This design comes from an exercise in tuning for small area, a short achievable clock period and few clock cycles per item on the open sky130 flow, not from production work. Only simulation tests tie the RTL to the original design; equivalence was not proved.

==> design.v <==
module sha256_lane (
    input  wire         clk,
    input  wire         rst_n,    
    input  wire         start,    
    input  wire         first,    
    input  wire [511:0] block,    
    output wire         ready,
    output reg          done,
    output wire [255:0] digest    
);
    localparam [31:0] IV0 = 32'h6a09e667, IV1 = 32'hbb67ae85,
                      IV2 = 32'h3c6ef372, IV3 = 32'ha54ff53a,
                      IV4 = 32'h510e527f, IV5 = 32'h9b05688c,
                      IV6 = 32'h1f83d9ab, IV7 = 32'h5be0cd19;
    function [31:0] knext;
        input [5:0] i;
        begin
            case (i)
                6'd0:  knext = 32'h71374491; 6'd1:  knext = 32'hb5c0fbcf;
                6'd2:  knext = 32'he9b5dba5; 6'd3:  knext = 32'h3956c25b;
                6'd4:  knext = 32'h59f111f1; 6'd5:  knext = 32'h923f82a4;
                6'd6:  knext = 32'hab1c5ed5; 6'd7:  knext = 32'hd807aa98;
                6'd8:  knext = 32'h12835b01; 6'd9:  knext = 32'h243185be;
                6'd10: knext = 32'h550c7dc3; 6'd11: knext = 32'h72be5d74;
                6'd12: knext = 32'h80deb1fe; 6'd13: knext = 32'h9bdc06a7;
                6'd14: knext = 32'hc19bf174; 6'd15: knext = 32'he49b69c1;
                6'd16: knext = 32'hefbe4786; 6'd17: knext = 32'h0fc19dc6;
                6'd18: knext = 32'h240ca1cc; 6'd19: knext = 32'h2de92c6f;
                6'd20: knext = 32'h4a7484aa; 6'd21: knext = 32'h5cb0a9dc;
                6'd22: knext = 32'h76f988da; 6'd23: knext = 32'h983e5152;
                6'd24: knext = 32'ha831c66d; 6'd25: knext = 32'hb00327c8;
                6'd26: knext = 32'hbf597fc7; 6'd27: knext = 32'hc6e00bf3;
                6'd28: knext = 32'hd5a79147; 6'd29: knext = 32'h06ca6351;
                6'd30: knext = 32'h14292967; 6'd31: knext = 32'h27b70a85;
                6'd32: knext = 32'h2e1b2138; 6'd33: knext = 32'h4d2c6dfc;
                6'd34: knext = 32'h53380d13; 6'd35: knext = 32'h650a7354;
                6'd36: knext = 32'h766a0abb; 6'd37: knext = 32'h81c2c92e;
                6'd38: knext = 32'h92722c85; 6'd39: knext = 32'ha2bfe8a1;
                6'd40: knext = 32'ha81a664b; 6'd41: knext = 32'hc24b8b70;
                6'd42: knext = 32'hc76c51a3; 6'd43: knext = 32'hd192e819;
                6'd44: knext = 32'hd6990624; 6'd45: knext = 32'hf40e3585;
                6'd46: knext = 32'h106aa070; 6'd47: knext = 32'h19a4c116;
                6'd48: knext = 32'h1e376c08; 6'd49: knext = 32'h2748774c;
                6'd50: knext = 32'h34b0bcb5; 6'd51: knext = 32'h391c0cb3;
                6'd52: knext = 32'h4ed8aa4a; 6'd53: knext = 32'h5b9cca4f;
                6'd54: knext = 32'h682e6ff3; 6'd55: knext = 32'h748f82ee;
                6'd56: knext = 32'h78a5636f; 6'd57: knext = 32'h84c87814;
                6'd58: knext = 32'h8cc70208; 6'd59: knext = 32'h90befffa;
                6'd60: knext = 32'ha4506ceb; 6'd61: knext = 32'hbef9a3f7;
                6'd62: knext = 32'hc67178f2; default: knext = 32'h428a2f98;
            endcase
        end
    endfunction
    reg        run;       
    reg  [5:0] cnt;       
    reg        pre;       
    reg        fst_cur;   
    reg        fst_nxt;   
    reg [31:0] a, b, c, e, f, g;    
    reg [31:0] p;                   
    reg [31:0] dp;                  
    reg [31:0] hv0, hv1, hv2, hv3, hv4, hv5, hv6, hv7;    
    reg [31:0] w [0:15];            
    wire r61  = run & (cnt == 6'd61);
    wire r62  = run & (cnt == 6'd62);
    wire r63  = run & (cnt == 6'd63);
    wire nrun = (run & (cnt != 6'd63)) | pre;
    assign ready  = (~run & ~pre) | r62;
    wire   acc    = start & ready;
    assign digest = {hv0, hv1, hv2, hv3, hv4, hv5, hv6, hv7};
    wire [31:0] big_s1 = {e[5:0], e[31:6]} ^ {e[10:0], e[31:11]} ^ {e[24:0], e[31:25]};
    wire [31:0] big_s0 = {a[1:0], a[31:2]} ^ {a[12:0], a[31:13]} ^ {a[21:0], a[31:22]};
    wire [31:0] ch     = (e & f) ^ (~e & g);
    wire [31:0] maj    = (a & b) | (c & (a | b));
    wire [31:0] a_new  = p + big_s1 + ch + big_s0 + maj;
    wire [31:0] e_new  = dp + big_s1 + ch;
    wire [31:0] h3s = fst_nxt ? IV3 : hv3;
    wire [31:0] h7s = fst_nxt ? IV7 : hv7;
    wire [31:0] xh  = pre ? h7s : g;           
    wire [31:0] xd  = pre ? h3s : c;           
    wire [31:0] f0  = r62 ? (fst_cur ? IV0 : hv0) : 32'd0;
    wire [31:0] f4  = r62 ? (fst_cur ? IV4 : hv4) : 32'd0;
    wire [31:0] kn  = knext(cnt);
    wire [31:0] p_new  = xh + kn + w[0] + f0;
    wire [31:0] dp_new = xh + kn + w[0] + xd + f4;
    wire [31:0] ha  = ~cnt[1] ? (fst_cur ? IV3 : hv3) :
                      ~cnt[0] ? (fst_cur ? IV2 : hv2) : (fst_cur ? IV1 : hv1);
    wire [31:0] he  = ~cnt[1] ? (fst_cur ? IV7 : hv7) :
                      ~cnt[0] ? (fst_cur ? IV6 : hv6) : (fst_cur ? IV5 : hv5);
    wire [31:0] sum_a = ha + a;
    wire [31:0] sum_e = he + e;
    wire [31:0] sml_s0 = {w[1][6:0], w[1][31:7]}   ^ {w[1][17:0], w[1][31:18]}  ^ (w[1] >> 3);
    wire [31:0] sml_s1 = {w[14][16:0], w[14][31:17]} ^ {w[14][18:0], w[14][31:19]} ^ (w[14] >> 10);
    wire [31:0] w_new  = sml_s1 + w[9] + sml_s0 + w[0];
    integer i;
    always @(posedge clk) begin
        if (!rst_n) begin
            run  <= 1'b0;
            cnt  <= 6'd63;
            pre  <= 1'b0;
            done <= 1'b0;
        end else begin
            run  <= nrun;
            if (nrun)
                cnt <= cnt + 6'd1;
            pre  <= acc;
            done <= r63;
        end
    end
    always @(posedge clk) begin
        if (acc)
            fst_nxt <= first;
        if (pre)
            fst_cur <= fst_nxt;
        if (acc) begin
            for (i = 0; i < 16; i = i + 1)
                w[i] <= block[511 - 32*i -: 32];
        end else begin
            for (i = 0; i < 15; i = i + 1)
                w[i] <= w[i+1];
            w[15] <= w_new;
        end
        p  <= p_new;
        dp <= dp_new;
        if (pre & fst_nxt) begin
            a <= IV0; b <= IV1; c <= IV2;
            e <= IV4; f <= IV5; g <= IV6;
        end else if (r63) begin
            a <= a_new; b <= sum_a; c <= hv2;
            e <= e_new; f <= sum_e; g <= hv6;
        end else if (run) begin
            a <= a_new; b <= a; c <= b;
            e <= e_new; f <= e; g <= f;
        end
        if (r61) begin
            hv3 <= sum_a; hv7 <= sum_e;
        end
        if (r62) begin
            hv2 <= sum_a; hv6 <= sum_e;
        end
        if (r63) begin
            hv0 <= a_new; hv1 <= sum_a;
            hv4 <= e_new; hv5 <= sum_e;
        end
    end
endmodule
==> run.sh <==
#!/bin/bash
# synth_recipe.tcl (not shown) runs the flow's synth.tcl, then flattens the netlist and writes it again
# the make line also repeats each setting of config.mk as NAME=value (left out here)
make -C /OpenROAD-flow-scripts/flow DESIGN_CONFIG=/design/flow/config.mk WORK_HOME=/design/flow/orfs CLKGATE_MAP_FILE= SYNTH_SCRIPT=/design/flow/synth_recipe.tcl finish
==> config.mk <==
export PLATFORM = sky130hd
export DESIGN_NAME = sha256_lane
export DESIGN_NICKNAME = sha256_lane
export VERILOG_FILES = /design/flow/design.v
export SDC_FILE = /design/flow/constraint.sdc
export NUM_CORES = 4
export LEC_CHECK = 0
export CAP_MARGIN = 20
export CORE_MARGIN = 2
export CORE_UTILIZATION = 40
export SLEW_MARGIN = 20
==> constraint.sdc <==
create_clock -name core_clock -period 9.5 [get_ports {clk}]
set_input_delay 1.9000 -clock core_clock [delete_from_list [all_inputs] [get_ports {clk}]]
set_output_delay 1.9000 -clock core_clock [all_outputs]
set_load 0.01 [all_outputs]
==> run_results.csv, run 1 <==
group,metric,value,unit
sta,finalSetupViolations,0,
clock_network,clockRootBuffer,"clkbuf_16",
sta,min_period,7.68,ns
sta,tightest_slew,1.14,ns
floorplan,ios,774,
critical_path,startpoint_type,"register",
yosys,dominantRegCellSynth,"dfxtp_1",
placement,place_hpwl,213000,um
run_status,status,"no timing/DRC/antenna violations",
route,drtPass1Iterations,8,
clock_network,cts_buffers,120,
clock_network,cts_max_path_buffers,3,
route,ant_nets,0,
yosys,synthesis.nets,7974,
sta,fin_skew,0.107,ns
route,wl_per_cell,28.2,um
floorplan,num_rows,142,
yosys,ys_types,92,
yosys,synth-edff-count,258,
sta,max_slew_margin,23.7,%
route,viasPerCell,5.53,
route,wl,273000,um
floorplan,die_width,393,um
clock_network,cts.htree.levels,3,
route,vias,53542,
critical_path,crit_fanout,47,
yosys,yosysWarnings,2,
finish,area_delta_synth_final,23.1,%
global_route,grt_pass1_wl,380000,um
yosys,synthArstFlopShare,0,%
yosys,synthCells,6935,
critical_path,cp_data_arrival_time,8.36,ns
yosys,syn-mean-instance-area,8.72,um2
floorplan,dieArea,154000,um2
clock_network,clock_sinks,1067,
floorplan,core,150000,um2
clock_network,clk_pin_slew,0.06,ns
sta,grt_setup_unrepaired,"false",
route,drc,0,
global_route,grtUsageTotal,34.5,%
yosys,synth.largest_area_cell,"dfxtp_1",
critical_path,crit_type,"register to register",
clock_network,holdBufCountCts,0,
yosys,synth.cell_area,60400,um2
critical_path,cp-end-kind,"register",
route,drt_iter0_markers,5013,
floorplan,die_h,393,um
sta,max_freq,130,MHz
global_route,grt_pass1_vias,52694,
clock_network,insertion_delay,0.82,ns
sta,final_max_slew_viol_count,0,
global_route,grt-ovfl-total,0,
flow_run,cap_violations,0,
worst_hold_path,min_path_type,"register to register",
yosys,ys_ff_latch,1067,
placement,routabilityCongestion,0.977,
clock_network,post_cts_resize_count,0,
sta,post-route-period-util,80.8,%
sta,report.final.hold_viol_count,0,
global_route,antenna_found_initial,45,
clock_network,cts_tree,"done",
yosys,synth-seq-area-share,39.6,%
global_route,grt_max_degree,224,
floorplan,start_util,40.3,%
finish,final_layout_size_suffix_gt1_share,4.82,%
sta,tns,0,ns
yosys,synth_area_leaders,"dfxtp_1 27%, edfxtp_1 13%, nand2_1 11%",
clock_network,cts_setup_buffers,0,
finish,finalNetCount,8590,
critical_path,required,10.18,ns
yosys,synth.top_cell.area_share,26.8,%
placement,numPortBuffers,773,
[area by class of cell]
cell class / count / area, um2
Antenna cell: 18 / 45.0
Timing Repair Buffer: 880 / 8600
Tap cell: 2016 / 2520
Clock buffer: 157 / 3240
Sequential cell: 1067 / 24000
Clock inverter: 67 / 942
Fill cell: 14441 / 75600
Multi-Input combinational cell: 5048 / 33400
Inverter: 434 / 1650
[metal layers]
layer  global-route usage (%)  routed length, um
met1                     39.0             100000
met2                     60.2             134000
met3                     6.95              20500
met4                     19.9              17800
met5                        0                259
[Yosys cell counts (55+ instances only)]
library cell and number:
edfxtp_1 258, clkbuf_1 330, nor2_1 423, dfxtp_1 809, nor2b_1 57, fa_1 253, xnor2_1 379, inv_1 429
nor3_1 68, a21o_1 103, a21oi_1 333, mux2i_1 99, xor2_1 87, nand2_1 1829, ha_1 270, nand3_1 62
a221oi_1 71, a222oi_1 55, a211oi_1 61, o21ai_0 220
[registers in the layout, indices dropped and copies added (netlist names), 6 cells and up]
signal	flops
w	512
a	32
b	32
c	32
dp	32
e	32
f	32
g	32
hv0	32
hv1	32
hv2	32
hv3	32
hv4	32
hv5	32
hv6	32
hv7	32
kn	32
p	32
cnt	6
[cells by family after synthesis]
group | after synthesis | share of synthesized area (%)
flip-flops | 1067 | 39.6
buffers and inverters | 820 | 5.17
multiplexers | 102 | 1.70
adder cells (fa/ha/maj) | 555 | 14.5
AND/OR/NAND/NOR | 2637 | 17.8
AO/OA/AOI/OAI | 1286 | 14.4
XOR/XNOR | 468 | 6.83
[worst max-delay path, cell delays in order (launching register included)]
cell and delay [ns]:
dfxtp_4 0.72, nor2b_2 0.24, buf_4 0.26, nand2_1 0.08
o21ai_0 0.11, fa_1 0.46, ha_1 0.22, fa_1 0.47
a211oi_1 0.31, o21ai_0 0.19, nor3b_1 0.21, or2_2 0.32
and2_1 0.21, a22o_1 0.22, or2_2 0.28, xnor2_1 0.26
inv_1 0.15, ha_1 0.40, and4_1 0.31, and3_1 0.26
nand2b_1 0.08, nor4_1 0.74, o2111ai_1 0.28, a31oi_1 0.34
a311o_1 0.23, a21oi_1 0.08, xnor2_1 0.12
[stage by stage]
step	hold WS (ns)	util, %	cells	worst slack [ns]	instance area (um2)
floorplan	0.399	-	6935	2.79	60400
global placement	0.403	46.8	9444	1.91	70100
detailed placement	0.403	46.8	9444	1.91	70100
CTS	0.346	49.6	9668	1.91	74300
global route	0.385	49.6	9682	1.48	74400
finish	0.350	49.6	9687	1.82	74400
[worst paths after layout]
| path | slack [ns] | from | end | depth (start not counted) |
|---|---|---|---|---|
| max | 1.82 | pre | p[30] | 26 |
| max reg2reg | 1.82 | pre | p[30] | 26 |
| min | 0.35 | w[12][25] | w[11][25] | 2 |
| min reg2reg | 0.35 | w[12][25] | w[11][25] | 2 |
[placed cells by master (no fill, tap or decap), types with 18 or more instances in the layout]
cell type	n
clkdlybuf4s50_1	772
nor2_1	420
a211oi_1	61
clkinv_2	23
xor2_1	87
diode_2	18
nand3_1	62
and3_1	51
and2_1	19
o31ai_1	38
o21a_1	45
ha_1	270
inv_1	425
edfxtp_1	258
a21o_1	103
o22ai_1	52
clkbuf_16	121
nor2b_1	56
o211ai_1	40
nand4_1	18
dfxtp_1	805
buf_4	101
mux2i_1	99
nand2_1	1828
o21ai_0	220
xnor2_1	379
o21bai_1	29
a21oi_1	333
fa_1	253
a221oi_1	71
nand2b_1	24
a222oi_1	55
nor3_1	68
a31oi_1	44
maj3_1	32
clkbuf_1	28
Testbench counts, summed over its fixed seeds: cycles 50,136, blocks 783.
==> inputs of run 2 (changes only) <==
--- a/design.v
+++ b/design.v
@@ -53,2 +53,9 @@
     endfunction
+    function [63:0] csa;
+        input [31:0] x, y, z;
+        begin
+            csa[31:0]  = x ^ y ^ z;
+            csa[63:32] = {(x[30:0] & y[30:0]) | (x[30:0] & z[30:0]) | (y[30:0] & z[30:0]), 1'b0};
+        end
+    endfunction
     reg        run;       
@@ -56,16 +63,25 @@
     reg        pre;       
+    reg        rdy;       
+    reg        r61, r62, r63;    
     reg        fst_cur;   
     reg        fst_nxt;   
-    reg [31:0] a, b, c, e, f, g;    
-    reg [31:0] p;                   
-    reg [31:0] dp;                  
+    reg [31:0] a, b, c, d, e, f, g;   
+    reg [31:0] p;                     
+    reg [31:0] kq;                    
+    reg [31:0] f0, f4;                
     reg [31:0] hv0, hv1, hv2, hv3, hv4, hv5, hv6, hv7;    
-    reg [31:0] w [0:15];            
-    wire r61  = run & (cnt == 6'd61);
-    wire r62  = run & (cnt == 6'd62);
-    wire r63  = run & (cnt == 6'd63);
-    wire nrun = (run & (cnt != 6'd63)) | pre;
-    assign ready  = (~run & ~pre) | r62;
-    wire   acc    = start & ready;
+    reg [31:0] w [0:15];              
+    wire       nrun   = (run & ~r63) | pre;
+    wire [5:0] cnt_n  = nrun ? cnt + 6'd1 : cnt;
+    wire       acc    = start & rdy;
+    assign ready  = rdy;
     assign digest = {hv0, hv1, hv2, hv3, hv4, hv5, hv6, hv7};
+    wire [31:0] s0 = fst_cur ? IV0 : hv0, s1 = fst_cur ? IV1 : hv1,
+                s2 = fst_cur ? IV2 : hv2, s3 = fst_cur ? IV3 : hv3,
+                s4 = fst_cur ? IV4 : hv4, s5 = fst_cur ? IV5 : hv5,
+                s6 = fst_cur ? IV6 : hv6, s7 = fst_cur ? IV7 : hv7;
+    wire [31:0] n0 = fst_nxt ? IV0 : hv0, n1 = fst_nxt ? IV1 : hv1,
+                n2 = fst_nxt ? IV2 : hv2, n3 = fst_nxt ? IV3 : hv3,
+                n4 = fst_nxt ? IV4 : hv4, n5 = fst_nxt ? IV5 : hv5,
+                n6 = fst_nxt ? IV6 : hv6, n7 = fst_nxt ? IV7 : hv7;
     wire [31:0] big_s1 = {e[5:0], e[31:6]} ^ {e[10:0], e[31:11]} ^ {e[24:0], e[31:25]};
@@ -74,17 +90,16 @@
     wire [31:0] maj    = (a & b) | (c & (a | b));
-    wire [31:0] a_new  = p + big_s1 + ch + big_s0 + maj;
-    wire [31:0] e_new  = dp + big_s1 + ch;
-    wire [31:0] h3s = fst_nxt ? IV3 : hv3;
-    wire [31:0] h7s = fst_nxt ? IV7 : hv7;
-    wire [31:0] xh  = pre ? h7s : g;           
-    wire [31:0] xd  = pre ? h3s : c;           
-    wire [31:0] f0  = r62 ? (fst_cur ? IV0 : hv0) : 32'd0;
-    wire [31:0] f4  = r62 ? (fst_cur ? IV4 : hv4) : 32'd0;
-    wire [31:0] kn  = knext(cnt);
-    wire [31:0] p_new  = xh + kn + w[0] + f0;
-    wire [31:0] dp_new = xh + kn + w[0] + xd + f4;
-    wire [31:0] ha  = ~cnt[1] ? (fst_cur ? IV3 : hv3) :
-                      ~cnt[0] ? (fst_cur ? IV2 : hv2) : (fst_cur ? IV1 : hv1);
-    wire [31:0] he  = ~cnt[1] ? (fst_cur ? IV7 : hv7) :
-                      ~cnt[0] ? (fst_cur ? IV6 : hv6) : (fst_cur ? IV5 : hv5);
+    wire [63:0] a1 = csa(p, maj, f0);
+    wire [63:0] a2 = csa(big_s0, big_s1, ch);
+    wire [63:0] a3 = csa(a1[31:0], a1[63:32], a2[31:0]);
+    wire [63:0] a4 = csa(a3[31:0], a3[63:32], a2[63:32]);
+    wire [31:0] a_new = a4[31:0] + a4[63:32];
+    wire [63:0] e1 = csa(p, d, f4);
+    wire [63:0] e2 = csa(e1[31:0], e1[63:32], ch);
+    wire [63:0] e3 = csa(e2[31:0], e2[63:32], big_s1);
+    wire [31:0] e_new = e3[31:0] + e3[63:32];
+    wire [31:0] xh  = pre ? n7 : g;               
+    wire [63:0] p1  = csa(xh, kq, w[0]);
+    wire [31:0] p_new = p1[31:0] + p1[63:32];
+    wire [31:0] ha  = r61 ? s3 : r62 ? s2 : s1;
+    wire [31:0] he  = r61 ? s7 : r62 ? s6 : s5;
     wire [31:0] sum_a = ha + a;
@@ -93,3 +108,5 @@
     wire [31:0] sml_s1 = {w[14][16:0], w[14][31:17]} ^ {w[14][18:0], w[14][31:19]} ^ (w[14] >> 10);
-    wire [31:0] w_new  = sml_s1 + w[9] + sml_s0 + w[0];
+    wire [63:0] w1 = csa(sml_s1, w[9], w[0]);
+    wire [63:0] w2 = csa(w1[31:0], w1[63:32], sml_s0);
+    wire [31:0] w_new = w2[31:0] + w2[63:32];
     integer i;
@@ -100,9 +117,16 @@
             pre  <= 1'b0;
+            rdy  <= 1'b1;
             done <= 1'b0;
+            r61  <= 1'b0;
+            r62  <= 1'b0;
+            r63  <= 1'b0;
         end else begin
             run  <= nrun;
-            if (nrun)
-                cnt <= cnt + 6'd1;
+            cnt  <= cnt_n;
             pre  <= acc;
+            rdy  <= (~nrun & ~acc) | r61;
             done <= r63;
+            r61  <= run & (cnt == 6'd60);
+            r62  <= r61;
+            r63  <= r62;
         end
@@ -110,3 +134,3 @@
     always @(posedge clk) begin
-        if (acc)
+        if (rdy)
             fst_nxt <= first;
@@ -114,3 +138,3 @@
             fst_cur <= fst_nxt;
-        if (acc) begin
+        if (rdy) begin
             for (i = 0; i < 16; i = i + 1)
@@ -122,12 +146,17 @@
         end
+        kq <= knext(cnt_n);
         p  <= p_new;
-        dp <= dp_new;
+        f0 <= r62 ? s0 : 32'd0;
+        f4 <= r62 ? s4 : 32'd0;
         if (pre & fst_nxt) begin
-            a <= IV0; b <= IV1; c <= IV2;
+            a <= IV0; b <= IV1; c <= IV2; d <= IV3;
             e <= IV4; f <= IV5; g <= IV6;
         end else if (r63) begin
-            a <= a_new; b <= sum_a; c <= hv2;
+            a <= a_new; b <= sum_a; c <= hv2; d <= hv3;
             e <= e_new; f <= sum_e; g <= hv6;
-        end else if (run) begin
-            a <= a_new; b <= a; c <= b;
+        end else if (pre) begin
+            a <= hv0; b <= hv1; c <= hv2; d <= hv3;
+            e <= hv4; f <= hv5; g <= hv6;
+        end else begin
+            a <= a_new; b <= a; c <= b; d <= c;
             e <= e_new; f <= e; g <= f;
--- a/config.mk
+++ b/config.mk
@@ -10,2 +10,3 @@
 export CORE_UTILIZATION = 40
+export SETUP_SLACK_MARGIN = 4.5
 export SLEW_MARGIN = 20
==> run_results.csv, run 2 <==
group,metric,value,unit
run_status,status,"no timing/DRC/antenna violations",
floorplan,die_h,391,um
global_route,grtUsageTotal,31.4,%
finish,fin_area,75500,um2
worst_hold_path,min_path_type,"register to register",
clock_network,cts_max_path_buffers,3,
clock_network,clockRootBuffer,"clkbuf_16",
sta,post-route-period-util,52.4,%
clock_network,cts_buffers,131,
critical_path,crit_type,"register to register",
yosys,synth.top_cell.area_share,29.3,%
global_route,grt_pass1_vias,46039,
placement,routabilityCongestion,0.983,
critical_path,slowest_delay,0.54,ns
clock_network,insertion_delay,0.80,ns
clock_network,clock_sinks,1135,
sta,final_max_slew_viol_count,0,
finish,area_delta_synth_final,25.9,%
finish,final_cell_mix,"806 x dfxtp_1, 773 x clkdlybuf4s50_1, 583 x inv_1",
placement,dpl_cell_area,69600,um2
clock_network,cts_tree,"done",
route,drc,0,
route,wl,248000,um
placement,place_hpwl,192000,um
route,drt_iter0_markers,4386,
global_route,grt-ovfl-total,0,
route,vias,46972,
critical_path,crit_chain,"mux2_2 -> fa_1 -> inv_1 -> fa_1 -> inv_1 -> fa_1 -> ha_2 -> a21o_1 -> a21o_1 -> a211oi_2 -> inv_1 -> o211ai_1 -> a21oi_2 -> or2_4 -> a211oi_2 -> xnor2_1 -> o21ba_2",
sta,finalSetupViolations,0,
finish,finalNetCount,7518,
clock_network,clk_pin_slew,0.06,ns
floorplan,ios,774,
floorplan,start_util,40.1,%
sta,tightest_slew,1.21,ns
floorplan,core,149000,um2
critical_path,cp_data_arrival_time,5.66,ns
finish,regArea,25500,um2
yosys,synthCells,5826,
finish,largest-register,"w",
yosys,synth.most_common_cell,"dfxtp_1",
sta,fin_skew,0.0438,ns
finish,multiInputGateArea,32200,um2
sta,grt_setup_unrepaired,"true",
yosys,syn-mean-instance-area,10.3,um2
yosys,synth-edff-count,258,
global_route,grt_max_degree,201,
yosys,yosysWarnings,2,
route,viasPerCell,5.45,
global_route,antenna_found_initial,33,
yosys,synth.largest_area_cell,"dfxtp_1",
route,drtPass1Iterations,6,
finish,utilization,50.6,%
floorplan,num_rows,142,
sta,tns,0,ns
route,ant_nets,0,
route,wl_per_cell,28.7,um
finish,layout_commonest_cell,"dfxtp_1",
yosys,dominantRegCellSynth,"dfxtp_1",
yosys,ys_types,74,
clock_network,cts.htree.levels,4,
finish,largest_register_ff_count,512,
yosys,ys_ff_latch,1135,
critical_path,required,10.18,ns
sta,min_period,4.98,ns
floorplan,die_width,391,um
sta,max_slew_margin,19.4,%
sta,holdWs,0.439,ns
yosys,synth.cell_area,60000,um2
finish,fill_cells,13536,
finish,final_layout_size_suffix_gt1_share,15.1,%
global_route,grt_pass1_wl,342000,um
critical_path,cp-end-kind,"register",
yosys,yosys-top-cells-count,"877 x dfxtp_1, 585 x inv_1, 479 x mux2_2",
yosys,synth-seq-area-share,42.2,%
critical_path,startpoint_type,"register",
critical_path,crit_fanout,6,
critical_path,critPathSlowestCell,"fa_1",
yosys,synth_area_leaders,"dfxtp_1 29%, edfxtp_1 13%, fa_1 10%",
sta,report.final.hold_viol_count,0,
flow_run,cap_violations,0,
yosys,synthesis.nets,6860,
floorplan,dieArea,153000,um2
yosys,synthArstFlopShare,0,%
sta,max_freq,201,MHz
placement,numPortBuffers,773,
## run 2: changes by cell type after synthesis, moves of 58 or more
cell,change
ha_1,-63
o21ai_0,+71
nand2_1,-1355
xnor2_1,-68
nor2_1,-165
inv_1,+156
fa_1,+58
mux2_2,+477
a221oi_1,-63
dfxtp_1,+68
## run 2: cells by family after synthesis
logic type	count (synthesis)	share of synthesized area, %
flip-flops	1135	42.2
buffers and inverters	916	5.73
adder cells (fa/ha/maj)	548	15.2
AND/OR/NAND/NOR	1091	8.05
multiplexers	548	10.2
XOR/XNOR	435	6.35
AO/OA/AOI/OAI	1153	12.2
## run 2: repair_timing
action	in CTS	in global routing
hold buffers	0	0
pin swaps	6	27
setup buffers	11	22
gates resized for setup	125	123
endpoints found under the setup margin	139	98
cloned	0	1
## run 2: layer usage
layer  up-vias  wire length (um)  global-route usage, %
met3       409             22000                   7.30
met2      2172            117000                   51.5
met5         -               228                      0
li1      21100                 -                      -
met4        36              7920                   9.04
met1     23255            100000                   41.3
## run 2: cell type report
cell class	count	share of cell area, %
Multi-Input combinational cell	3775	42.6
Sequential cell	1135	33.7
Timing Repair Buffer	855	11.3
Clock buffer	182	5.03
Tap cell	2016	3.34
Inverter	586	2.92
Clock inverter	56	1.10
Antenna cell	8	0.0265
## run 2: worst paths after layout
check | slack, ns | end | depth (start not counted) | startpoint
worst min register to register | 0.44 | w[1][29] | 1 | w[2][29]
worst min-delay path | 0.44 | w[1][29] | 1 | w[2][29]
worst max register to register | 4.52 | a[28] | 17 | e[11]
worst max-delay path | 4.52 | a[28] | 17 | e[11]
## run 2: worst max-delay path: cells and delay by family (launching register included)
| kind | cells | cell delay [ns] |
|---|---|---|
| compound gates | 7 | 1.64 |
| xor+xnor | 1 | 0.13 |
| fa+ha+maj | 4 | 1.83 |
| buf+inv | 3 | 0.17 |
| flops | 1 | 0.44 |
| mux | 1 | 0.40 |
| simple gates | 1 | 0.27 |
## run 2: stage by stage
stage	instances	worst slack (ns)
6_report	8613	4.52
5_1_grt	8605	4.41
4_1_cts	8582	4.34
3_5_place_dp	8333	3.59
3_3_place_gp	8333	3.62
2_1_floorplan	5826	4.62
Testbench counts of run 2, summed over its fixed seeds: cycles 50,136, blocks 783.
==> inputs of run 3 (changes only) <==
--- a/config.mk
+++ b/config.mk
@@ -10,3 +10,2 @@
 export CORE_UTILIZATION = 40
-export SETUP_SLACK_MARGIN = 4.5
 export SLEW_MARGIN = 20
==> run_results.csv, run 3 <==
group,metric,value,unit
flow_run,cap_violations,0,
global_route,antenna_found_initial,31,
critical_path,cp_data_arrival_time,6.62,ns
critical_path,crit_chain,"xnor2_1 -> xnor2_1 -> fa_1 -> fa_1 -> fa_1 -> ha_1 -> inv_1 -> fa_1 -> nor2b_1 -> o21ai_0 -> a21oi_1 -> nor2_1 -> o21ai_0 -> a31oi_1 -> a21o_1 -> o21bai_1 -> and3_1 -> nor3_1",
yosys,yosysWarnings,2,
worst_hold_path,min_path_type,"register to register",
floorplan,die_width,391,um
critical_path,crit_fanout,6,
yosys,syn-mean-instance-area,10.3,um2
sta,report.final.hold_viol_count,0,
run_status,status,"no timing/DRC/antenna violations",
critical_path,required,10.18,ns
global_route,grt_pass1_vias,45902,
finish,layout_commonest_cell,"dfxtp_1",
global_route,grtUsageTotal,31.5,%
global_route,grt-ovfl-total,0,
yosys,synth.cell_area,60000,um2
sta,tns,0,ns
critical_path,crit-reg2reg-launch,"e[26]",
sta,fin_skew,0.0611,ns
route,wl_per_cell,28.8,um
finish,final_layout_size_suffix_gt1_share,12.1,%
critical_path,crit_path_frequent_cell,"fa_1",
clock_network,cts.htree.levels,4,
yosys,synthCells,5826,
sta,final_max_slew_viol_count,0,
route,ant_nets,0,
clock_network,holdBufCountCts,0,
yosys,synth_area_leaders,"dfxtp_1 29%, edfxtp_1 13%, fa_1 10%",
sta,min_period,5.94,ns
sta,grt_setup_unrepaired,"false",
yosys,ys_types,74,
sta,tightest_slew,1.15,ns
route,wl,247000,um
critical_path,cp-startpoint,"e[26]",
yosys,synth.largest_area_cell,"dfxtp_1",
placement,dp_cells,8338,
yosys,dominantRegCellSynth,"dfxtp_1",
floorplan,start_util,40.1,%
yosys,synth-seq-area-share,42.2,%
sta,post-route-period-util,62.6,%
floorplan,ios,774,
clock_network,insertion_delay,0.80,ns
yosys,synth-edff-count,258,
yosys,synth.most_common_cell,"dfxtp_1",
sta,max_slew_margin,23.1,%
clock_network,cts_max_path_buffers,3,
clock_network,clk_pin_slew,0.06,ns
clock_network,post_cts_resize_count,0,
critical_path,r2r-end,"a[20]",
sta,max_freq,168,MHz
worst_hold_path,whs_endpoint,"w[5][27]",
finish,largest-register,"w",
route,viasPerCell,5.44,
yosys,synthArstFlopShare,0,%
route,drt_iter0_markers,4822,
worst_hold_path,hold_depth,1,
floorplan,die_h,391,um
floorplan,dieArea,153000,um2
clock_network,cts_buffers,131,
critical_path,crit_type,"register to register",
finish,largest_register_ff_count,512,
clock_network,clock_sinks,1135,
finish,final_cell_mix,"872 x dfxtp_1, 773 x clkdlybuf4s50_1, 583 x inv_1",
critical_path,cpLargestDelayFamily,"adder cells",
critical_path,reg2reg_setup_slack,3.56,ns
yosys,synth.top_cell.area_share,29.3,%
sta,finalSetupViolations,0,
critical_path,r2r_cells,18,
global_route,grt_pass1_wl,342000,um
clock_network,cts_setup_buffers,0,
finish,area_delta_synth_final,23.6,%
worst_hold_path,min_from,"w[6][27]",
critical_path,worst-path-buf-inv,1,
placement,routabilityCongestion,0.979,
critical_path,slowest_delay,0.59,ns
route,vias,46746,
critical_path,critPathSlowestCell,"dfxtp_1",
floorplan,core,149000,um2
clock_network,cts_tree,"done",
finish,stdcell_count,8590,
yosys,synthesis.nets,6860,
yosys,yosys-top-cells-count,"877 x dfxtp_1, 585 x inv_1, 479 x mux2_2",
critical_path,cp-end-kind,"register",
global_route,grt_max_degree,102,
clock_network,clockRootBuffer,"clkbuf_16",
floorplan,num_rows,142,
finish,finalNetCount,7489,
placement,place_hpwl,194000,um
route,drc,0,
critical_path,startpoint_type,"register",
route,drtPass1Iterations,5,
placement,numPortBuffers,773,
yosys,ys_ff_latch,1135,
[run 3: layer usage]
metal / track usage, % / wire, um
met3: 6.55 / 20500
met1: 41.8 / 102000
met4: 10.5 / 8920
met5: 0 / 186
met2: 51.1 / 116000
[run 3: area by class of cell]
cell class,instances,area [um2]
inverters,586,2200
repair buffers,826,8170
clock inverters,45,721
multi-input cells,3775,31400
well taps,2016,2520
diodes,8,20.0
flip-flops and latches,1135,25300
fillers,13653,75300
clock buffers,199,3800
[run 3: cell families after synthesis]
kind of cell               Yosys count  synth area share (%)
AOI/OAI and AO/OA                 1153                  12.2
xor gates and xnor gates           435                  6.35
and+or+nand+nor                   1091                  8.05
muxes                              548                  10.2
DFF                               1135                  42.2
buffers and inverters              916                  5.73
adders and majority gates          548                  15.2
[run 3: how the worst max path moves through the flow]
stage                        to  slack (ns)  depth (start not counted)
after global placement    a[20]        3.64                         18
after floorplan           kq[4]        3.60                         11
final                     a[20]        3.56                         18
after detailed placement  a[20]        3.63                         18
after CTS                 a[20]        3.59                         18
after global routing      p[31]        3.16                         19
[run 3: worst reg2reg max path: stages, from the launching register on]
cell and delay (ns):
dfxtp_1 0.59, xnor2_1 0.23, xnor2_1 0.52, fa_1 0.55
fa_1 0.45, fa_1 0.52, ha_1 0.18, inv_1 0.07
fa_1 0.47, nor2b_1 0.13, o21ai_0 0.13, a21oi_1 0.34
nor2_1 0.17, o21ai_0 0.55, a31oi_1 0.19, a21o_1 0.23
o21bai_1 0.24, and3_1 0.20, nor3_1 0.05
[run 3: stage by stage]
step           instance area [um2]  hold slack (ns)  setup slack, ns  util [%]
2_1_floorplan                60000            0.424             3.60         -
3_3_place_gp                 69600            0.437             3.64      46.6
3_5_place_dp                 69600            0.440             3.63      46.6
4_1_cts                      74100            0.449             3.59      49.6
5_1_grt                      74100            0.459             3.16      49.6
6_report                     74100            0.440             3.56      49.6
==> inputs of run 4 (changes only) <==
--- a/config.mk
+++ b/config.mk
@@ -10,2 +10,3 @@
 export CORE_UTILIZATION = 40
+export SETUP_SLACK_MARGIN = 5
 export SLEW_MARGIN = 20
==> run_results.csv, run 4 <==
group,metric,value,unit
sta,fin_skew,0.0590,ns
critical_path,worst-path-buf-inv,3,
clock_network,clockRootBuffer,"clkbuf_16",
floorplan,num_rows,142,
critical_path,crit_fanout,6,
yosys,ys_types,74,
global_route,grt_pass1_wl,347000,um
clock_network,clock_sinks,1135,
global_route,grt_pass1_vias,46586,
critical_path,cp_data_arrival_time,5.52,ns
yosys,synthesis.nets,6860,
finish,largest-register,"w",
floorplan,dieArea,153000,um2
sta,holdWs,0.433,ns
critical_path,cpLargestDelayFamily,"adder cells",
clock_network,clk_pin_slew,0.06,ns
route,ant_nets,0,
yosys,yosys-top-cells-count,"877 x dfxtp_1, 585 x inv_1, 479 x mux2_2",
yosys,synth.largest_area_cell,"dfxtp_1",
sta,tns,0,ns
clock_network,holdBufCountCts,0,
clock_network,cts.htree.levels,4,
yosys,synthCells,5826,
critical_path,startpoint_type,"register",
global_route,grt-ovfl-total,0,
worst_hold_path,min_path_type,"register to register",
yosys,synth-seq-area-share,42.2,%
flow_run,cap_violations,0,
run_status,status,"no timing/DRC/antenna violations",
route,wl,251000,um
sta,tightest_slew,1.20,ns
route,vias,47961,
finish,final_layout_size_suffix_gt1_share,19.2,%
floorplan,die_width,391,um
finish,layout_commonest_cell,"clkdlybuf4s50_1",
route,drc,0,
sta,grt_setup_unrepaired,"true",
floorplan,die_h,391,um
global_route,grtUsageTotal,31.9,%
clock_network,cts_max_path_buffers,3,
yosys,synth.most_common_cell,"dfxtp_1",
critical_path,slowest_delay,0.54,ns
route,drtPass1Iterations,6,
floorplan,start_util,40.1,%
critical_path,cp-end-kind,"register",
finish,fill_cells,13302,
clock_network,cts_tree,"done",
sta,max_freq,207,MHz
placement,routabilityCongestion,0.987,
placement,numPortBuffers,773,
global_route,grt_max_degree,173,
yosys,synth_area_leaders,"dfxtp_1 29%, edfxtp_1 13%, fa_1 10%",
finish,area_delta_synth_final,29.5,%
yosys,yosysWarnings,2,
clock_network,cts_buffers,132,
finish,final_cell_mix,"773 x clkdlybuf4s50_1, 772 x dfxtp_1, 569 x inv_1",
floorplan,core,149000,um2
global_route,antenna_found_initial,47,
route,drt_iter0_markers,4391,
sta,post-route-period-util,51.0,%
finish,finalNetCount,7606,
route,wl_per_cell,28.9,um
critical_path,required,10.18,ns
yosys,syn-mean-instance-area,10.3,um2
sta,final_max_slew_viol_count,0,
sta,max_slew_margin,19.8,%
route,viasPerCell,5.51,
critical_path,crit_chain,"maj3_2 -> fa_1 -> inv_1 -> fa_1 -> inv_1 -> fa_1 -> ha_4 -> a21o_1 -> a21o_1 -> a211oi_2 -> inv_1 -> o211ai_1 -> a21oi_2 -> or2_4 -> a211oi_2 -> xnor2_1 -> o21ba_2",
yosys,ys_ff_latch,1135,
sta,min_period,4.84,ns
yosys,synth.top_cell.area_share,29.3,%
floorplan,ios,774,
finish,largest_register_ff_count,512,
yosys,synth-edff-count,258,
critical_path,crit_type,"register to register",
placement,place_hpwl,194000,um
yosys,synth.cell_area,60000,um2
clock_network,insertion_delay,0.82,ns
yosys,synthArstFlopShare,0,%
yosys,dominantRegCellSynth,"dfxtp_1",
critical_path,critPathSlowestCell,"fa_1",
sta,finalSetupViolations,0,
sta,report.final.hold_viol_count,0,
## run 4: cell counts after synthesis
Identical to the previous run, type by type.
## run 4: layout make-up
cell class / instances / area [um2] / share of cell area, %
Multi-Input combinational cell: 3775 / 33400 / 43.0
Sequential cell: 1135 / 25600 / 33.0
Clock buffer: 191 / 3700 / 4.77
Clock inverter: 54 / 847 / 1.09
Timing Repair Buffer: 942 / 9310 / 12.0
Antenna cell: 8 / 20.0 / 0.0258
Tap cell: 2016 / 2520 / 3.25
Inverter: 586 / 2210 / 2.84
## run 4: what timing repair did
action	4_1_cts	5_1_grt
setup buffers	67	49
resized for setup	336	218
hold endpoints to repair	0	0
pin swaps	79	101
gates cloned	0	1
setup endpoints to repair	259	114
## run 4: logic make-up after synthesis
family,share of synthesized area (%)
and+or+nand+nor,8.05
adders and majority gates,15.2
muxes,10.2
buffers and inverters,5.73
xor gates and xnor gates,6.35
AOI/OAI and AO/OA,12.2
DFF,42.2
## run 4: final timing paths
path,startpoint,end,slack (ns),depth (start not counted)
worst max-delay path,a[11],a[28],4.66,17
worst min-delay path,w[15][4],w[14][4],0.43,1
worst max register to register,a[11],a[28],4.66,17
worst min register to register,w[15][4],w[14][4],0.43,1
## run 4: per-stage QoR
step / std cells / setup slack (ns) / utilization (%) / area [um2]
final: 8707 / 4.66 / 52.0 / 77600
after global routing: 8704 / 4.60 / 52.0 / 77600
after CTS: 8649 / 4.73 / 51.0 / 76200
after detailed placement: 8337 / 3.81 / 46.6 / 69700
after global placement: 8337 / 3.84 / 46.6 / 69700
after floorplan: 5826 / 5.00 / - / 60200
## run 4: metal layers
| layer | share of wire (%) | GRT usage [%] |
|---|---|---|
| met1 | 41 | 42.5 |
| met2 | 46 | 51.4 |
| met3 | 9.0 | 6.98 |
| met4 | 3.8 | 10.2 |
| met5 | 0.077 | 0 |
==> inputs of run 5 (changes only) <==
==> flow/run.sh (new file) <==
#!/bin/bash
# Standard layout, but with the smallest buffer on the ports (every port
# still gets its own buffer); each tool's output stays in orfs/logs.
set -euo pipefail
bash standard.sh BUFFER_PORTS_ARGS="-buffer_cell sky130_fd_sc_hd__buf_1" finish > standard_make.log 2>&1
==> standard.sh (new file) <==
#!/bin/bash
# synth_recipe.tcl (not shown) runs the flow's synth.tcl, then flattens the netlist and writes it again
# the make line also repeats each setting of config.mk as NAME=value (left out here)
make -C /OpenROAD-flow-scripts/flow DESIGN_CONFIG=/design/flow/config.mk WORK_HOME=/design/flow/orfs CLKGATE_MAP_FILE= SYNTH_SCRIPT=/design/flow/synth_recipe.tcl "${@:-finish}"
removed: run.sh
==> run_results.csv, run 5 <==
group,metric,value,unit
route,wl,245000,um
route,drtPass1Iterations,6,
yosys,synth_area_leaders,"dfxtp_1 29%, edfxtp_1 13%, fa_1 10%",
sta,max_freq,207,MHz
sta,max_slew_margin,24.6,%
route,drc,0,
clock_network,clock_sinks,1135,
worst_hold_path,min_from,"w[15][4]",
worst_hold_path,min_path_type,"register to register",
placement,routabilityCongestion,0.982,
yosys,synth.cell_area,60000,um2
sta,tightest_slew,1.13,ns
sta,finalSetupViolations,0,
critical_path,reg2reg_setup_slack,4.67,ns
sta,final_max_slew_viol_count,0,
flow_run,cap_violations,0,
sta,report.final.hold_viol_count,0,
yosys,synthArstFlopShare,0,%
critical_path,cp_data_arrival_time,5.52,ns
sta,min_period,4.83,ns
critical_path,required,10.19,ns
clock_network,clk_pin_slew,0.06,ns
clock_network,cts_buffers,130,
critical_path,crit_fanout,6,
route,wl_per_cell,28.2,um
critical_path,cp-end-kind,"register",
floorplan,start_util,40.1,%
placement,dp_cells,8337,
floorplan,die_h,391,um
clock_network,cts.htree.levels,4,
critical_path,cp-startpoint,"e[11]",
global_route,grt_pass1_vias,46240,
sta,post-route-period-util,50.8,%
yosys,synthCells,5826,
route,vias,47935,
finish,area_delta_synth_final,21.0,%
finish,stdcell_count,8699,
global_route,grt_pass1_wl,338000,um
global_route,grtUsageMet1,40.8,%
floorplan,core,149000,um2
clock_network,clockRootBuffer,"clkbuf_16",
yosys,synth-seq-area-share,42.2,%
route,viasPerCell,5.51,
yosys,synth.top_cell.area_share,29.3,%
sta,tns,0,ns
finish,largest-register,"w",
finish,final_cell_mix,"773 x buf_1, 771 x dfxtp_1, 576 x inv_1",
global_route,grt-ovfl-total,0,
finish,finalNetCount,7607,
yosys,ys_types,74,
critical_path,crit_type,"register to register",
run_status,status,"no timing/DRC/antenna violations",
floorplan,dieArea,153000,um2
floorplan,ios,774,
global_route,use_met3,7.17,%
global_route,antenna_found_initial,29,
sta,grt_setup_unrepaired,"true",
yosys,yosys-top-cells-count,"877 x dfxtp_1, 585 x inv_1, 479 x mux2_2",
floorplan,num_rows,142,
placement,numPortBuffers,773,
critical_path,startpoint_type,"register",
yosys,synth-edff-count,258,
finish,layout_commonest_cell,"buf_1",
global_route,grtUsageTotal,31.0,%
global_route,grt_max_degree,229,
yosys,syn-mean-instance-area,10.3,um2
clock_network,insertion_delay,0.82,ns
global_route,met2_usage,49.6,%
critical_path,crit-reg2reg-launch,"e[11]",
global_route,top_usage_layer,"met2",
finish,final_layout_size_suffix_gt1_share,18.9,%
finish,largest_register_ff_count,512,
yosys,dominantRegCellSynth,"dfxtp_1",
route,ant_nets,0,
sta,fin_skew,0.0629,ns
clock_network,cts_max_path_buffers,3,
yosys,yosysWarnings,2,
yosys,synth.largest_area_cell,"dfxtp_1",
clock_network,cts_tree,"done",
yosys,synthesis.nets,6860,
placement,place_hpwl,188000,um
yosys,synth.most_common_cell,"dfxtp_1",
yosys,ys_ff_latch,1135,
route,drt_iter0_markers,4771,
clock_network,holdBufCountCts,0,
floorplan,die_width,391,um
[run 5: cell counts after synthesis]
Identical to the previous run, type by type.
[run 5: cell type report]
cell class / count / area, um2
clock inverters: 57 / 707
flip-flops and latches: 1135 / 25600
well taps: 2016 / 2520
repair buffers: 945 / 4610
inverters: 586 / 2200
fillers: 13856 / 76800
clock buffers: 178 / 3690
diodes: 7 / 17.5
multi-input cells: 3775 / 33200
[run 5: metal layers]
| metal | up-vias | wire, um |
|---|---|---|
| met3 | 479 | 22500 |
| met5 | - | 166 |
| met2 | 2401 | 114000 |
| met1 | 23783 | 99000 |
| met4 | 26 | 9740 |
| li1 | 21246 | - |
[run 5: worst max-delay path: stages (launching register included)]
cell	delay, ns
dfxtp_4	0.43
mux2_4	0.36
fa_1	0.49
inv_1	0.05
fa_1	0.53
inv_1	0.05
fa_1	0.48
ha_4	0.29
a21o_1	0.16
a21o_1	0.18
a211oi_2	0.21
inv_1	0.07
o211ai_1	0.42
a21oi_2	0.17
or2_4	0.30
a211oi_2	0.20
xnor2_1	0.10
o21ba_2	0.20
[run 5: final timing paths]
| check | end | depth (start not counted) |
|---|---|---|
| worst max-delay path | a[28] | 17 |
| worst min-delay path | w[14][4] | 1 |
| worst min register to register | w[14][4] | 1 |
| worst max register to register | a[28] | 17 |
[run 5: cell families after synthesis]
kind of cell	count (synthesis)	share of synthesized area [%]
buf+inv	916	5.73
xor+xnor	435	6.35
flops	1135	42.2
compound gates	1153	12.2
simple gates	1091	8.05
fa+ha+maj	548	15.2
mux	548	10.2
[run 5: repair_timing]
item	4_1_cts	5_1_grt
gates cloned	2	2
pin swaps	93	84
setup endpoints to repair	242	124
resized for setup	378	156
endpoints found under the hold margin	0	0
setup buffers	69	47
[run 5: per-stage QoR]
stage	utilization (%)	hold WS [ns]	instance area (um2)	setup slack, ns
floorplan	-	0.424	60200	5.00
global placement	43.4	0.436	64900	3.79
detailed placement	43.4	0.440	64900	3.74
CTS	47.8	0.415	71400	4.68
global route	48.6	0.434	72600	4.56
finish	48.6	0.415	72600	4.67
==> inputs of run 6 (changes only) <==
--- a/config.mk
+++ b/config.mk
@@ -9,3 +9,4 @@
 export CORE_MARGIN = 2
-export CORE_UTILIZATION = 40
+export CORE_UTILIZATION = 60
+export PLACE_DENSITY = 0.75
 export SETUP_SLACK_MARGIN = 5
==> run_results.csv, run 6 <==
group,metric,value,unit
route,drt_iter0_markers,6989,
finish,finalNetCount,7623,
sta,max_freq,205,MHz
critical_path,crit_fanout,6,
sta,grt_setup_unrepaired,"true",
floorplan,start_util,60.8,%
yosys,synth-edff-count,258,
yosys,ys_types,74,
global_route,grt_pass1_vias,46674,
yosys,synthCells,5826,
route,vias,49642,
critical_path,cp_data_arrival_time,5.50,ns
yosys,synthArstFlopShare,0,%
global_route,grt_pass1_wl,320000,um
sta,post-route-period-util,51.3,%
finish,final_layout_size_suffix_gt1_share,19.6,%
yosys,synth.cell_area,60000,um2
floorplan,die_h,320,um
global_route,antenna_found_initial,20,
yosys,synth-seq-area-share,42.2,%
yosys,yosys-top-cells-count,"877 x dfxtp_1, 585 x inv_1, 479 x mux2_2",
sta,report.final.hold_viol_count,0,
floorplan,die_width,320,um
route,wl,235000,um
global_route,grt_max_degree,166,
clock_network,holdBufCountCts,0,
yosys,dominantRegCellSynth,"dfxtp_1",
finish,largest-register,"w",
critical_path,startpoint_type,"register",
finish,layout_commonest_cell,"dfxtp_1",
finish,largest_register_ff_count,512,
placement,place_hpwl,173000,um
clock_network,clockRootBuffer,"clkbuf_16",
yosys,synth_area_leaders,"dfxtp_1 29%, edfxtp_1 13%, fa_1 10%",
floorplan,core,98700,um2
clock_network,insertion_delay,0.72,ns
placement,numPortBuffers,773,
yosys,synthesis.nets,6860,
finish,area_delta_synth_final,19.4,%
yosys,synth.top_cell.area_share,29.3,%
sta,min_period,4.88,ns
sta,max_slew_margin,29.0,%
sta,tns,0,ns
clock_network,cts_max_path_buffers,3,
run_status,status,"no timing/DRC/antenna violations",
placement,routabilityCongestion,1.02,
clock_network,cts.htree.levels,3,
floorplan,dieArea,103000,um2
flow_run,cap_violations,0,
finish,final_cell_mix,"774 x dfxtp_1, 773 x buf_1, 569 x inv_1",
worst_hold_path,min_path_type,"register to register",
yosys,synth.largest_area_cell,"dfxtp_1",
route,wl_per_cell,29.4,um
route,drc,0,
floorplan,num_rows,115,
clock_network,clk_pin_slew,0.07,ns
finish,fill_cells,7178,
global_route,grtUsageTotal,43.0,%
floorplan,ios,774,
route,ant_nets,0,
sta,finalSetupViolations,0,
global_route,grt-ovfl-total,0,
yosys,yosysWarnings,2,
sta,tightest_slew,1.07,ns
route,drtPass1Iterations,8,
yosys,syn-mean-instance-area,10.3,um2
clock_network,cts_tree,"done",
sta,fin_skew,0.0266,ns
yosys,ys_ff_latch,1135,
critical_path,cp-end-kind,"register",
sta,final_max_slew_viol_count,0,
clock_network,clock_sinks,1135,
route,viasPerCell,6.22,
critical_path,required,10.12,ns
clock_network,cts_buffers,115,
critical_path,crit_type,"register to register",
yosys,synth.most_common_cell,"dfxtp_1",
[run 6: worst max-delay path: stages (launching register included)]
cell      delay [ns]
dfxtp_4         0.41
xnor2_2         0.39
xnor2_2         0.17
fa_1            0.53
inv_1           0.05
fa_1            0.53
inv_1           0.06
fa_1            0.44
ha_1            0.27
a21oi_2         0.19
nor3_2          0.08
a211oi_4        0.26
inv_1           0.08
o211ai_1        0.33
a21oi_2         0.14
or2_4           0.26
a211oi_2        0.24
xnor2_1         0.12
o21ba_2         0.20
[run 6: repair_timing]
| item | in CTS | in global routing |
|---|---|---|
| pin swaps | 74 | 140 |
| resized for setup | 290 | 270 |
| setup endpoints to repair | 193 | 117 |
| buffers inserted | 70 | 83 |
| gates cloned | 0 | 4 |
[run 6: per-stage QoR]
stage / hold slack, ns / utilization [%] / std cells / setup slack (ns) / cell area [um2]
6_report: 0.442 / 72.5 / 7984 / 4.62 / 71600
3_5_place_dp: 0.440 / 64.8 / 7602 / 3.75 / 63900
2_1_floorplan: 0.424 / - / 5826 / 5.00 / 60200
5_1_grt: 0.461 / 72.5 / 7976 / 4.54 / 71600
4_1_cts: 0.447 / 70.4 / 7887 / 4.85 / 69500
3_3_place_gp: 0.436 / 64.8 / 7602 / 3.79 / 63900
[run 6: routing by layer]
metal | global-route usage, % | vias to the layer above | share of wire, %
met3 | 12.9 | 720 | 14
met2 | 64.5 | 3512 | 43
met4 | 20.2 | 20 | 6.4
li1 | - | 21273 | -
met1 | 57.2 | 24117 | 37
met5 | 0 | - | 0.069
[run 6: worst paths after layout]
path | from | end | slack, ns | cells past startpoint
min reg2reg | w[12][7] | w[11][7] | 0.44 | 1
max reg2reg | e[19] | a[28] | 4.62 | 18
max | e[19] | a[28] | 4.62 | 18
min | w[12][7] | w[11][7] | 0.44 | 1
[run 6: cells by family (layout without fill, tap and decap cells)]
group	Yosys count	after routing	synth area share, %
other	0	10	0
multiplexers	548	548	10.2
AO/OA/AOI/OAI	1153	1153	12.2
flip-flops	1135	1135	42.2
XOR/XNOR	435	435	6.35
AND/OR/NAND/NOR	1091	1091	8.05
buffers and inverters	916	1777	5.73
adder cells (fa/ha/maj)	548	548	15.2
[run 6: layout make-up]
class	instances	area (um2)	share of cell area, %
repair buffers	975	4730	6.60
repair inverters	1	8.76	0.0122
clock inverters	61	634	0.886
flip-flops and latches	1135	25600	35.8
inverters	586	2210	3.09
well taps	1287	1610	2.25
clock buffers	154	3230	4.51
multi-input cells	3775	33500	46.9
diodes	10	25.0	0.0349
==> inputs of run 7 (changes only) <==
--- a/config.mk
+++ b/config.mk
@@ -9,4 +9,4 @@
 export CORE_MARGIN = 2
-export CORE_UTILIZATION = 60
-export PLACE_DENSITY = 0.75
+export CORE_UTILIZATION = 40
+export CTS_BUF_LIST = sky130_fd_sc_hd__clkbuf_4 sky130_fd_sc_hd__clkbuf_8
 export SETUP_SLACK_MARGIN = 5
==> run_results.csv, run 7 <==
group,metric,value,unit
flow_run,cap_violations,0,
yosys,ys_ff_latch,1135,
route,drt_iter0_markers,4571,
yosys,synth.cell_area,60000,um2
critical_path,crit_path_frequent_cell,"fa_1",
worst_hold_path,min_path_type,"register to register",
route,drc,0,
critical_path,slowest_delay,0.51,ns
clock_network,cts.htree.levels,4,
critical_path,startpoint_type,"register",
sta,tightest_slew,1.18,ns
critical_path,required,10.34,ns
finish,regArea,25600,um2
finish,finalNetCount,7680,
route,ant_nets,0,
finish,utilization,48.8,%
yosys,synth.most_common_cell,"dfxtp_1",
finish,largest-register,"w",
sta,min_period,4.76,ns
yosys,synth-seq-area-share,42.2,%
yosys,synth.largest_area_cell,"dfxtp_1",
yosys,synth_top_family_by_area,"adder cells",
yosys,synthMuxAreaShare,10.2,%
sta,fin_skew,0.0847,ns
floorplan,die_h,391,um
yosys,synth_simple_gate_area_share,8.05,%
sta,finalSetupViolations,0,
clock_network,holdBufCountCts,0,
critical_path,crit_type,"register to register",
yosys,yosys-top-cells-count,"877 x dfxtp_1, 585 x inv_1, 479 x mux2_2",
route,drtPass1Iterations,6,
floorplan,start_util,40.1,%
finish,final_layout_size_suffix_gt1_share,21.4,%
floorplan,ios,774,
placement,routabilityCongestion,0.982,
clock_network,insertion_delay,0.98,ns
yosys,synthesis.nets,6860,
yosys,synth-xor-area-share,6.35,%
critical_path,cp_data_arrival_time,5.59,ns
yosys,synthCells,5826,
critical_path,critPathSlowestCell,"fa_1",
global_route,grtUsageTotal,31.0,%
global_route,grt_max_degree,229,
yosys,synth_compound_area_share,12.2,%
global_route,grt_pass1_vias,46682,
sta,max_slew_margin,21.3,%
critical_path,reg2reg_setup_slack,4.74,ns
critical_path,crit_fanout,5,
finish,largest_register_ff_count,512,
clock_network,cts_tree,"done",
global_route,grt_pass1_wl,339000,um
yosys,synth-edff-count,258,
yosys,dominantRegCellSynth,"dfxtp_1",
sta,grt_setup_unrepaired,"true",
clock_network,cts_max_path_buffers,3,
floorplan,num_rows,142,
sta,max_freq,210,MHz
floorplan,die_width,391,um
critical_path,cp-end-kind,"register",
sta,tns,0,ns
placement,place_hpwl,188000,um
critical_path,cpLargestDelayFamily,"adder cells",
global_route,antenna_found_initial,28,
yosys,ys_types,74,
route,wl,246000,um
yosys,syn-mean-instance-area,10.3,um2
sta,post-route-period-util,50.1,%
yosys,yosysWarnings,2,
floorplan,core,149000,um2
yosys,synth_adder_area_share,15.2,%
finish,final_cell_mix,"774 x dfxtp_1, 773 x buf_1, 570 x inv_1",
run_status,status,"no timing/DRC/antenna violations",
finish,area_delta_synth_final,21.6,%
clock_network,clock_sinks,1135,
route,viasPerCell,5.46,
clock_network,clockRootBuffer,"clkbuf_8",
critical_path,crit_chain,"buf_4 -> maj3_1 -> fa_1 -> inv_1 -> fa_1 -> inv_1 -> fa_1 -> ha_4 -> o21a_2 -> a2111oi_4 -> buf_4 -> nor3_2 -> a31oi_2 -> buf_6 -> o21a_4 -> o21ai_4 -> xnor2_2 -> o21ba_2",
yosys,synth_area_leaders,"dfxtp_1 29%, edfxtp_1 13%, fa_1 10%",
finish,layout_commonest_cell,"dfxtp_1",
sta,final_max_slew_viol_count,0,
critical_path,worst-path-buf-inv,5,
finish,multiInputGateArea,33400,um2
sta,report.final.hold_viol_count,0,
clock_network,cts_buffers,193,
yosys,synthArstFlopShare,0,%
yosys,synth.top_cell.area_share,29.3,%
route,vias,48230,
route,wl_per_cell,27.9,um
clock_network,clk_pin_slew,0.06,ns
floorplan,dieArea,153000,um2
finish,fill_cells,13854,
placement,numPortBuffers,773,
global_route,grt-ovfl-total,0,
## run 7: logic make-up after synthesis
logic type                 Yosys count
xor gates and xnor gates           435
muxes                              548
DFF                               1135
and+or+nand+nor                   1091
adders and majority gates          548
AOI/OAI and AO/OA                 1153
buffers and inverters              916
## run 7: what timing repair did
item	in CTS	in global routing
cloned	2	2
endpoints found under the setup margin	239	120
pin swaps	90	126
resized for setup	361	223
buffers inserted	74	52
## run 7: worst register-to-register path, cell delays in order (launching register included)
cell       delay, ns
dfxtp_4         0.38
buf_4           0.19
maj3_1          0.41
fa_1            0.51
inv_1           0.05
fa_1            0.47
inv_1           0.05
fa_1            0.48
ha_4            0.28
o21a_2          0.26
a2111oi_4       0.34
buf_4           0.20
nor3_2          0.06
a31oi_2         0.21
buf_6           0.17
o21a_4          0.16
o21ai_4         0.06
xnor2_2         0.15
o21ba_2         0.21
## run 7: final cells by class
type                       instances  area share (%)
multi-input combinational       3775            45.8
sequential                      1135            35.1
timing repair buffer             955            6.48
clock buffer                     297            5.08
tap                             2016            3.46
inverter                         586            3.02
clock inverter                    63            1.01
antenna                            8          0.0274
## run 7: final timing paths
kind,from,end,cells past startpoint
worst max-delay path,a[6],a[31],18
worst min-delay path,w[15][4],w[14][4],1
worst max register to register,a[6],a[31],18
worst min register to register,w[15][4],w[14][4],1
## run 7: metal layers
layer | vias up | track usage, % | wire, um
met5 | - | 0 | 119
met4 | 18 | 11.3 | 9880
met3 | 468 | 7.34 | 23200
met2 | 2372 | 49.3 | 114000
met1 | 23942 | 41.1 | 99100
li1 | 21430 | - | -
## run 7: through the flow
stage	cell area, um2	std cells	setup slack (ns)	hold WS (ns)
final	73000	8835	4.74	0.417
after global routing	72900	8830	4.62	0.437
after CTS	71400	8773	4.69	0.426
after detailed placement	64900	8337	3.74	0.440
after global placement	64900	8337	3.79	0.436
after floorplan	60200	5826	5.00	0.424

static timing again, ports no longer ideal:
No port has a modelled driver above. Below, the same layouts with a new extraction and two added sets of constraints.
Step 1, drivers: a clkbuf_16 drives clk and a buf_2 each remaining input, both assumed.
Step 2 moves the port delays by t, midway between the first and last clock arrival at a register: inputs arrive t later, outputs are due t later. That takes back most of the time a late clock gives input paths.
Three values: ideal, step 1, step 2; two values: the first two.
run	shift t [ns]	setup slack, ns	slew at the worst register clock pin (ns)
run 1	0.850	1.819 / 1.819 / 1.819	0.07 / 0.07
run 2	0.847	4.523 / 4.523 / 4.523	0.06 / 0.06
run 3	0.847	3.556 / 3.556 / 3.556	0.07 / 0.07
run 4	0.859	4.659 / 4.659 / 4.659	0.07 / 0.07
run 5	0.860	4.671 / 4.671 / 4.671	0.07 / 0.07
run 6	0.784	4.624 / 4.624 / 4.624	0.07 / 0.07
run 7	1.004	4.742 / 4.742 / 4.742	0.08 / 0.08
After both steps every run listed still meets setup and hold.
